Background: an optimization exercise with open tools, aiming at small area, a short achievable clock period and few clock cycles. Do not read the settings as production practice. Where RTL was checked, it was by simulation tests only, not by an equivalence proof against the original.

==> flow/design.v (excerpt) <==
module hallmark_lane (
    input  wire         clk,
    input  wire         rst,
    input  wire         start,
    input  wire [7:0]   stream,
    input  wire [1:0]   tflag,
    input  wire         restart,
    input  wire [63:0]  seq,
    input  wire [47:0]  sec,
    input  wire [31:0]  nsec,
    input  wire [3:0]   nrange,
    input  wire [63:0]  devser,
    input  wire [255:0] prev,
    output wire         idle,
    input  wire         in_valid,
    input  wire [63:0]  in_data,
    output wire         in_ready,
    output reg          done,
    output wire [255:0] hallmark
);
    function [31:0] rotr(input [31:0] x, input integer n);
        rotr = (x >> n) | (x << (32 - n));
    endfunction
    function [31:0] bsig0(input [31:0] x);
        bsig0 = rotr(x, 2) ^ rotr(x, 13) ^ rotr(x, 22);
    endfunction
    function [31:0] bsig1(input [31:0] x);
        bsig1 = rotr(x, 6) ^ rotr(x, 11) ^ rotr(x, 25);
    endfunction
    function [31:0] ssig0(input [31:0] x);
        ssig0 = rotr(x, 7) ^ rotr(x, 18) ^ (x >> 3);
    endfunction
    function [31:0] ssig1(input [31:0] x);
        ssig1 = rotr(x, 17) ^ rotr(x, 19) ^ (x >> 10);
    endfunction
    function [63:0] csa(input [31:0] x, input [31:0] y, input [31:0] z);
        csa = {((x & y) | (x & z) | (y & z)) << 1, x ^ y ^ z};
    endfunction
    function [63:0] bswap64(input [63:0] x);
        integer i;
        for (i = 0; i < 8; i = i + 1)
            bswap64[8*i +: 8] = x[56 - 8*i +: 8];
    endfunction
    localparam [2047:0] KTAB = {
        256'hc67178f2bef9a3f7a4506ceb90befffa8cc7020884c8781478a5636f748f82ee,
        256'h682e6ff35b9cca4f4ed8aa4a391c0cb334b0bcb52748774c1e376c0819a4c116,
        256'h106aa070f40e3585d6990624d192e819c76c51a3c24b8b70a81a664ba2bfe8a1,
        256'h92722c8581c2c92e766a0abb650a735453380d134d2c6dfc2e1b213827b70a85,
  ...
Size: about 9300 cells after synthesis, ~810 I/O pins, roughly 67000 um^2 of cells after synthesis.
export LEC_CHECK = 0
export ABC_AREA = 1
export CAP_MARGIN = 20
export CORE_MARGIN = 2
export CORE_UTILIZATION = 30
export PLACE_DENSITY = 0.5
export SLEW_MARGIN = 20
create_clock -name core_clock -period 10.0 [get_ports {clk}]
standard.sh (not shown) runs the stock make flow with config.mk's settings and CLKGATE_MAP_FILE= SYNTH_SCRIPT=/design/flow/synth_recipe.tcl, a recipe that flattens the netlist after the stock synthesis.
==> flow/flow/run.sh <==
#!/bin/bash
# Standard layout, with the smallest plain buffer on every port and a clock tree
# built from mid-size buffers without dummy loads.
set -euo pipefail
export BUFFER_PORTS_ARGS="-buffer_cell sky130_fd_sc_hd__buf_1"
export CTS_ARGS="-sink_clustering_enable -repair_clock_nets -dont_use_dummy_load -buf_list {sky130_fd_sc_hd__clkbuf_4 sky130_fd_sc_hd__clkbuf_8}"
export SETUP_SLACK_MARGIN=6
bash standard.sh > standard.log 2>&1
Testbench counts at the start, summed over its fixed seeds: cycles 447,163.
Next try:
--- a/flow/design.v
+++ b/flow/design.v
@@ -32,14 +32,34 @@
     endfunction
     function [31:0] ssig1(input [31:0] x);
         ssig1 = rotr(x, 17) ^ rotr(x, 19) ^ (x >> 10);
     endfunction
     function [63:0] csa(input [31:0] x, input [31:0] y, input [31:0] z);
         csa = {((x & y) | (x & z) | (y & z)) << 1, x ^ y ^ z};
     endfunction
+    function [31:0] padd(input [31:0] x, input [31:0] y);
+        reg [31:0] gg, pp, g2, p2;
+        integer i, l;
+        begin
+            gg = x & y;
+            pp = x ^ y;
+            for (l = 0; l < 5; l = l + 1) begin
+                g2 = gg;
+                p2 = pp;
+                for (i = 0; i < 32; i = i + 1)
+                    if ((i >> l) & 1) begin
+                        g2[i] = gg[i] | (pp[i] & gg[((i >> l) << l) - 1]);
+                        p2[i] = pp[i] & pp[((i >> l) << l) - 1];
+                    end
+                gg = g2;
+                pp = p2;
+            end
+            padd = (x ^ y) ^ {gg[30:0], 1'b0};
+        end
+    endfunction
     function [63:0] bswap64(input [63:0] x);
         integer i;
         for (i = 0; i < 8; i = i + 1)
             bswap64[8*i +: 8] = x[56 - 8*i +: 8];
     endfunction
     localparam [2047:0] KTAB = {
         256'hc67178f2bef9a3f7a4506ceb90befffa8cc7020884c8781478a5636f748f82ee,
@@ -164,16 +184,16 @@
     wire [31:0] sum_e   = xe[0] + (addsel ? e : 32'd0);
     wire [31:0] ch  = (e & f) ^ (~e & g);
     wire [31:0] maj = (a & b) ^ (a & c) ^ (b & c);
     wire [63:0] rc1 = csa(hkw, bsig1(e), ch);
     wire [63:0] rc2 = csa(rc1[31:0], rc1[63:32], bsig0(a));
     wire [63:0] rc3 = csa(rc2[31:0], rc2[63:32], maj);
     wire [63:0] rc4 = csa(rc1[31:0], rc1[63:32], d);
-    wire [31:0] a_n = rc3[31:0] + rc3[63:32];
-    wire [31:0] e_n = rc4[31:0] + rc4[63:32];
+    wire [31:0] a_n = padd(rc3[31:0], rc3[63:32]);
+    wire [31:0] e_n = padd(rc4[31:0], rc4[63:32]);
     wire [63:0] hc  = csa(st_run ? g : xe[1], kreg, w[1]);
     wire [3:0]  rleft_n = (xfer && rleft != 4'd0) ? rleft - 4'd1 : rleft;
     wire        xrange  = xfer && (rleft != 4'd0);
     wire        xdata   = xfer && (rleft == 4'd0);
     wire [31:0] gsum_n  = wn;
     wire        glast   = xdata && (wsub == 3'd7);
     wire        dmore_n = xrange ? 1'b1 : (glast && gleft == 32'd1) ? 1'b0 : dmore;
=>
- maximum frequency came out higher by a few percent
- global-route usage came out lower by 0.72 points
- sequential cell count is unchanged
- utilization came out lower by 0.81 points
- hold slack is about the same
- routed wire length came out lower by a few percent
- first-iteration DRC count came out higher by a few percent
The RTL of the second run of this note was laid out without a check of its function.

port drivers added, routing unchanged:
The flow's constraints put no driver on any port. The routed layouts listed below were extracted and timed again, unchanged, in two steps. Step 1 assumes that a clkbuf_16 drives the clock port and a buf_2 every other input. Step 2 moves the port delays by t, midway between the first and last clock arrival at a register: inputs arrive t later, outputs are due t later. That takes back most of the time a late clock gives input paths. Three values: no drivers, after step 1, after step 2; two values: the first two.
| run | t (ns) | slack for setup (ns) | latest minus earliest clock arrival (ns) | worst register clock-pin slew, ns |
|---|---|---|---|---|
| the first run | 1.084 | 5.682 / 5.682 / 4.929 | 0.128 / 0.127 | 0.07 / 0.07 |
| the second run | 1.046 | 5.771 / 5.771 / 5.166 | 0.132 / 0.132 | 0.07 / 0.07 |
After both steps setup and hold are still met in every run listed. For the first run, which loses most, drivers alone change the setup slack by 0.000 ns; drivers and shift together by -0.753 ns.
